From an optimization exercise on the open Yosys and OpenROAD flow, aimed at small area; shortcuts taken in it are not production practice.
In this exercise RTL edits were held to simulation tests only and were not proved equivalent to the original.
Power and IR drop assume default switching activity.

// ps_channel
module ps_channel (
    input  wire        clk,
    input  wire        rst,
    input  wire        a_in,
    input  wire        b_in,
    input  wire        z_in,
    input  wire [7:0]  cfg_filt,
    input  wire        cfg_mode,       
    input  wire        cfg_inv,
    input  wire [1:0]  cfg_z_mode,
    input  wire        cfg_z_inv,
    input  wire        cfg_home_req,
    input  wire [23:0] cfg_cpr_m1,
    input  wire [7:0]  cfg_still,      
    input  wire [23:0] cfg_z_tol,
    input  wire        cmd_set_pos,
    input  wire [23:0] preset_pos,
    input  wire [31:0] preset_rev,
    input  wire        cmd_arm_z,
    input  wire        cmp_wr,
    input  wire        cmp_wr_en,
    input  wire        cmp_wr_repeat,
    input  wire [1:0]  cmp_wr_cdir,
    input  wire [23:0] cmp_wr_value,
    input  wire        snap,
    output reg  [23:0] pos,
    output reg  [31:0] rev,
    output reg         dir,            
    output reg         homed,
    output wire        moving,
    output wire [4:0]  cond,           
    output reg  [23:0] zcap,
    output wire [31:0] zerr,
    output reg         cmp_en,
    output reg         cmp_fire,
    output reg         cmp_fire_dir,
    output reg  [47:0] cmp_time,
    output reg         cmd_err,
    output wire        snap_valid,
    output reg  [23:0] snap_pos,
    output reg  [31:0] snap_rev,
    output reg         snap_dir,
    output reg         snap_homed,
    output reg         snap_moving,
    output wire [31:0] snap_speed,     
    output wire [31:0] snap_rpm,       
    output wire        snap_range
);
    localparam [25:0] DS_SEED = 26'h0000001;
    localparam [25:0] DS_LAST = 26'h2B87031;
    wire [23:0] m = cfg_cpr_m1;
    wire [7:0]  f = cfg_filt;
    reg  [47:0] ts;
  ...
Size in the first run: about 460 I/O pins, roughly 0.031 mm2 of cells after synthesis.
==> flow/config.mk <==
export PLATFORM = sky130hd
export DESIGN_NAME = ps_channel
export DESIGN_NICKNAME = ps_channel
export VERILOG_FILES = /design/flow/design.v
export SDC_FILE = /design/flow/constraint.sdc
export NUM_CORES = 4
export LEC_CHECK = 0
export ABC_AREA = 1
export CAP_MARGIN = 5
export CORE_MARGIN = 2
export CORE_UTILIZATION = 60
export CTS_BUF_LIST = sky130_fd_sc_hd__clkbuf_8
export CTS_CLUSTER_DIAMETER = 50
export CTS_CLUSTER_SIZE = 20
export GPL_TIMING_DRIVEN = 0
export SLEW_MARGIN = 5
==> flow/constraint.sdc <==
create_clock -name core_clock -period 20.0 [get_ports {clk}]
set_input_delay 4.0000 -clock core_clock [delete_from_list [all_inputs] [get_ports {clk}]]
set_output_delay 4.0000 -clock core_clock [all_outputs]
set_load 0.01 [all_outputs]
standard.sh (not shown) runs the stock make flow with config.mk's settings and CLKGATE_MAP_FILE= SYNTH_SCRIPT=/design/flow/synth_recipe.tcl, a recipe that flattens the netlist after the stock synthesis.
==> flow/flow/run.sh <==
#!/bin/bash
# The standard layout (the standard.sh, standard synthesis unchanged) with
# three ORFS settings changed:
#  - every input and output port is still buffered, with the smallest buffer
#    cell (sky130_fd_sc_hd__buf_1) instead of the one buffer_ports picks;
#  - the buffers ABC inserted are removed at floorplan (REMOVE_ABC_BUFFERS),
#    and repair_design re-buffers only where slew or capacitance need it;
#  - global placement is not timing-driven (no extra placement buffers).
set -euo pipefail
bash standard.sh \
  "BUFFER_PORTS_ARGS=-buffer_cell sky130_fd_sc_hd__buf_1" \
  REMOVE_ABC_BUFFERS=1 \
  GPL_TIMING_DRIVEN=0 \
  finish > standard_flow.log 2>&1
Then changed:
CORE_UTILIZATION = 72   (was 60)
CTS_CLUSTER_DIAMETER = 40   (was 50)
CTS_CLUSTER_SIZE = 16   (was 20)
Effect: Register-to-register slack loses 0.16 ns; sequential share of layout area falls by 0.11 points; maximum frequency falls slightly; via count rises by a few percent; worst setup slack loses 0.26 ns; cell count falls by a few percent; die area falls by about a fifth; utilization rises by 15 points; critical path depth falls by 7; clock skew falls by 0.011 ns; wire length rises by a few percent.
Then changed:
CAP_MARGIN = 20   (was 5)
CORE_UTILIZATION = 60   (was 72)
CTS_CLUSTER_DIAMETER = 50   (was 40)
CTS_CLUSTER_SIZE = 20   (was 16)
SLEW_MARGIN = 20   (was 5)
Result: Utilization fell by 15 points. Design area hardly moves. Total power fell by 3.8%. Setup slack improves by 0.093 ns. Routed wire length fell by 5.1%. Non-clock buffer count fell by 1. Hold slack degrades by 0.011 ns. First-iteration DRC count fell by 38%. Sequential share of layout area hardly moves.
Then changed:
CORE_UTILIZATION = 72   (was 60)
What happened: The changed run ran to the end with no violations; register-to-register slack is worse by 0.17 ns; count of clock-buffer cells in the layout is lower by 11; routed wire length goes up by a few percent; maximum frequency is about the same; sequential cell count is unchanged; first-iteration DRC count came out higher by well over a third; final area went down slightly; non-clock buffer count is higher by 1; core utilization climbs by 13 points; die area drops by about a fifth.

-- re-timing with driven ports --
In the flow no input, the clock included, has a driving cell. The finished layouts below were timed again as built, in two steps. Step 1 (the two cells are an assumption about what drives the block):
set clk [get_ports {clk}]
set_driving_cell -lib_cell sky130_fd_sc_hd__clkbuf_16 $clk
set_driving_cell -lib_cell sky130_fd_sc_hd__buf_2 [delete_from_list [all_inputs] $clk]
Step 2, shift: input delay + t, output delay - t, t = (earliest + latest rising clock arrival at the registers) / 2. This alone moves slack from input paths to output paths. Slacks: ideal / step 1 / step 2; pairs: ideal / step 1.
run | t (ns) | setup WS [ns] | latest minus earliest clock arrival (ns) | worst slew at a driven data input, ns
the first run | 0.755 | 1.133 / 1.140 / 0.385 | 0.049 / 0.050 | 0.10
the second run | 0.720 | 0.878 / 0.868 / 0.148 | 0.035 / 0.035 | 0.12
the third run | 0.756 | 0.970 / 0.964 / 0.208 | 0.046 / 0.046 | 0.11
the fourth run | 0.728 | 0.947 / 0.926 / 0.198 | 0.032 / 0.032 | 0.12
After both steps every run listed still meets setup and hold. The setup slack of the third run, which loses most, moves by -0.006 ns with the drivers and by -0.762 ns with both steps.
